This design comes from an exercise in tuning for small area and a short achievable clock period on the open sky130 flow, not from production work. Function was checked by simulation only, so behaviour that the tests miss may differ from the original. No activity file was given, so power comes from the tool's default toggle rates.

== job 5711 ==
## dsp_acc
module dsp_acc (
    input  wire        clk,
    input  wire        rst_n,
    input  wire        in_valid,
    input  wire [3:0]  in_op,
    input  wire [1:0]  in_opc,
    input  wire        in_conj,
    input  wire        in_uf,
    input  wire        in_us,
    input  wire        in_pair,
    input  wire [1:0]  in_an,
    input  wire        in_w,
    input  wire [5:0]  in_s,
    input  wire        in_sat,
    input  wire [31:0] in_a,
    input  wire [31:0] in_b,
    output reg         out_valid,
    output reg  [31:0] out_data,
    output reg         out_n,
    output reg         out_z,
    output reg         out_v,
    output reg         out_sticky
);
For scale: about 7400 cells after synthesis, roughly 120 I/O pins, ~60000 um^2 of cells after synthesis.
export LEC_CHECK = 0
export ABC_AREA = 1
export CAP_MARGIN = 20
export CORE_MARGIN = 2
export CORE_UTILIZATION = 60
export SLEW_MARGIN = 20
create_clock -name core_clock -period 14.0 [get_ports {clk}]
standard.sh (not shown) runs the stock make flow with config.mk's settings and CLKGATE_MAP_FILE= SYNTH_SCRIPT=/design/flow/synth_recipe.tcl, a recipe that flattens the netlist after the stock synthesis.
==> flow/flow/run.sh <==
#!/bin/bash
set -euo pipefail
R=orfs/results/sky130hd/dsp_acc/base
bash standard.sh synth > synth_flow.log 2>&1
cp $R/1_2_yosys.v $R/1_2_yosys_standard.v
python3 flow/fa_polarity.py $R/1_2_yosys_standard.v $R/1_2_yosys.v $FLOW_HOME/platforms/sky130hd/lib/sky130_fd_sc_hd__tt_025C_1v80.lib > fa_polarity.log 2>&1
rm -f $R/1_synth.odb $R/1_synth.sdc
bash standard.sh SETUP_SLACK_MARGIN=10 \
  "BUFFER_PORTS_ARGS=-buffer_cell sky130_fd_sc_hd__buf_2" \
  "CTS_ARGS=-sink_clustering_enable -repair_clock_nets -dont_use_dummy_load" \
  finish > standard_flow.log 2>&1
Other scripts of this flow, unchanged in this note and not shown: flow/flow/fa_polarity.py
The final layout from job 5711, which completed every stage, passed the timing, DRC and antenna checks at the end of the flow.
Here is what was changed in the inputs of job 817 compared with job 5711.
Settings: changing CORE_UTILIZATION from 60 to 55.
-- flow/flow/run.sh --
<<< job 5711, line 7
rm -f $R/1_synth.odb $R/1_synth.sdc
bash standard.sh SETUP_SLACK_MARGIN=10 \
  "BUFFER_PORTS_ARGS=-buffer_cell sky130_fd_sc_hd__buf_2" \
>>> job 817, line 7
rm -f $R/1_synth.odb $R/1_synth.sdc
bash standard.sh SETUP_SLACK_MARGIN=10.1 \
  "BUFFER_PORTS_ARGS=-buffer_cell sky130_fd_sc_hd__buf_2" \
Looking at beginning of the critical path, the q_a[21]$_DFF_P_ result is from job 5711; the q_a[9]$_DFF_P_ one comes from job 817. [job 817] clock period minus worst slack fell 0.052 ns relative to job 5711. Against job 5711, job 817 reports a highest ir drop seen on vdd that is higher. Worst hold slack across all endpoints for job 817 is higher than for job 5711. Changes observed in job 817 relative to job 5711: fraction of layout instances using a drive strength above 1 up 1.0 points, share of the cycle needed by the critical path after routing down 0.37 points, via count flat, power up 2.2%. Job 817 against job 5711: relative contribution of the clock network to total power lost 0.6 points; total stage count of the critical path went up by 1; combinational logic power now sits higher.
Setup changes, job 817 to job 9324
-- flow/flow/run.sh --
<<< job 817, line 7
rm -f $R/1_synth.odb $R/1_synth.sdc
bash standard.sh SETUP_SLACK_MARGIN=10.1 \
  "BUFFER_PORTS_ARGS=-buffer_cell sky130_fd_sc_hd__buf_2" \
>>> job 9324, line 7
rm -f $R/1_synth.odb $R/1_synth.sdc
bash standard.sh SETUP_SLACK_MARGIN=10 \
  "BUFFER_PORTS_ARGS=-buffer_cell sky130_fd_sc_hd__buf_2" \
[summary]
Job 9324 ended up with dfxtp_2 as its critical path's slowest cell; job 817 ended up with fa_1.
Compared with job 817, job 9324 shows a lower average wire length per cell after detail routing.
Looking at job 9324 and job 817, the fmax is a wash.
Job 9324: full flow OK, the timing, DRC and antenna checks passed
Cmp job 9324 and job 817 / maximum single-stage delay on the critical path / higher: job 9324

========
Another version of the RTL of dsp_acc (not shown whole).
Size: ~120 I/O pins, roughly 59000 µm² of cells after synthesis.
export LEC_CHECK = 0
export ABC_AREA = 1
export CAP_MARGIN = 20
export CORE_MARGIN = 2
export CORE_UTILIZATION = 55
export SLEW_MARGIN = 20
create_clock -name core_clock -period 14.0 [get_ports {clk}]
==> flow/flow/run.sh <==
#!/bin/bash
set -euo pipefail
R=orfs/results/sky130hd/dsp_acc/base
bash standard.sh synth > synth_flow.log 2>&1
cp $R/1_2_yosys.v $R/1_2_yosys_standard.v
python3 flow/fa_polarity.py $R/1_2_yosys_standard.v $R/1_2_yosys.v > fa_polarity.log 2>&1
rm -f $R/1_synth.odb $R/1_synth.sdc
bash standard.sh SETUP_SLACK_MARGIN=10 \
  "BUFFER_PORTS_ARGS=-buffer_cell sky130_fd_sc_hd__buf_2" \
  "CTS_ARGS=-sink_clustering_enable -repair_clock_nets -dont_use_dummy_load" \
  finish > standard_flow.log 2>&1
Other scripts of this flow, unchanged in this note and not shown: flow/flow/fa_polarity.py
Then changed:
==> flow/flow/run.sh (replaced) <==
#!/bin/bash
set -euo pipefail
R=orfs/results/sky130hd/dsp_acc/base
bash standard.sh synth > synth_flow.log 2>&1
cp $R/1_2_yosys.v $R/1_2_yosys_standard.v
python3 flow/fa_polarity.py $R/1_2_yosys_standard.v $R/1_2_yosys.v > fa_polarity.log 2>&1
rm -f $R/1_synth.odb $R/1_synth.sdc
bash standard.sh SETUP_SLACK_MARGIN=10 "BUFFER_PORTS_ARGS=-buffer_cell sky130_fd_sc_hd__buf_2" finish > standard_flow.log 2>&1
- ABC_AREA: 1 -> not set
The changed run finished with timing, DRC and antenna clean; sequential share of layout area falls by 0.36 points; total power rises by about 12%; routed wire length fell by about 8%; sequential power is higher by about 2%; design area came out higher by about 1.6%; die area decreases by about 2.2%; maximum frequency drops by about 1.1%.

-- separate check: timing with driven ports --
The flow's constraints put no driver on any port. The routed layouts listed below were extracted and timed again, unchanged, in two steps.
Step 1 sets driving cells, clkbuf_16 on the clock port and buf_2 on the other inputs (assumed; they add their load-dependent delay and slew).
Step 2, shift: input delay + t, output delay - t, t = (earliest + latest rising clock arrival at the registers) / 2. This alone moves slack from input paths to output paths.
Slacks: ideal ports / drivers / drivers and shift; pairs: ideal ports / drivers.
run | shift t [ns] | setup slack, ns | worst setup path after step 2
job 5711 | 0.724 | 9.936 / 9.936 / 9.359 | input to register
job 817 | 0.732 | 9.988 / 9.986 / 9.487 | input to register
job 9324 | 0.754 | 9.999 / 9.949 / 9.360 | input to register
the first run of note 2 | 0.742 | 9.717 / 9.717 / 9.246 | input to register
the second run of note 2 | 0.738 | 9.669 / 9.669 / 9.349 | input to register
After both steps setup and hold are still met in every run listed. The setup slack of job 9324, which loses most, moves by -0.050 ns with the drivers and by -0.639 ns with both steps.
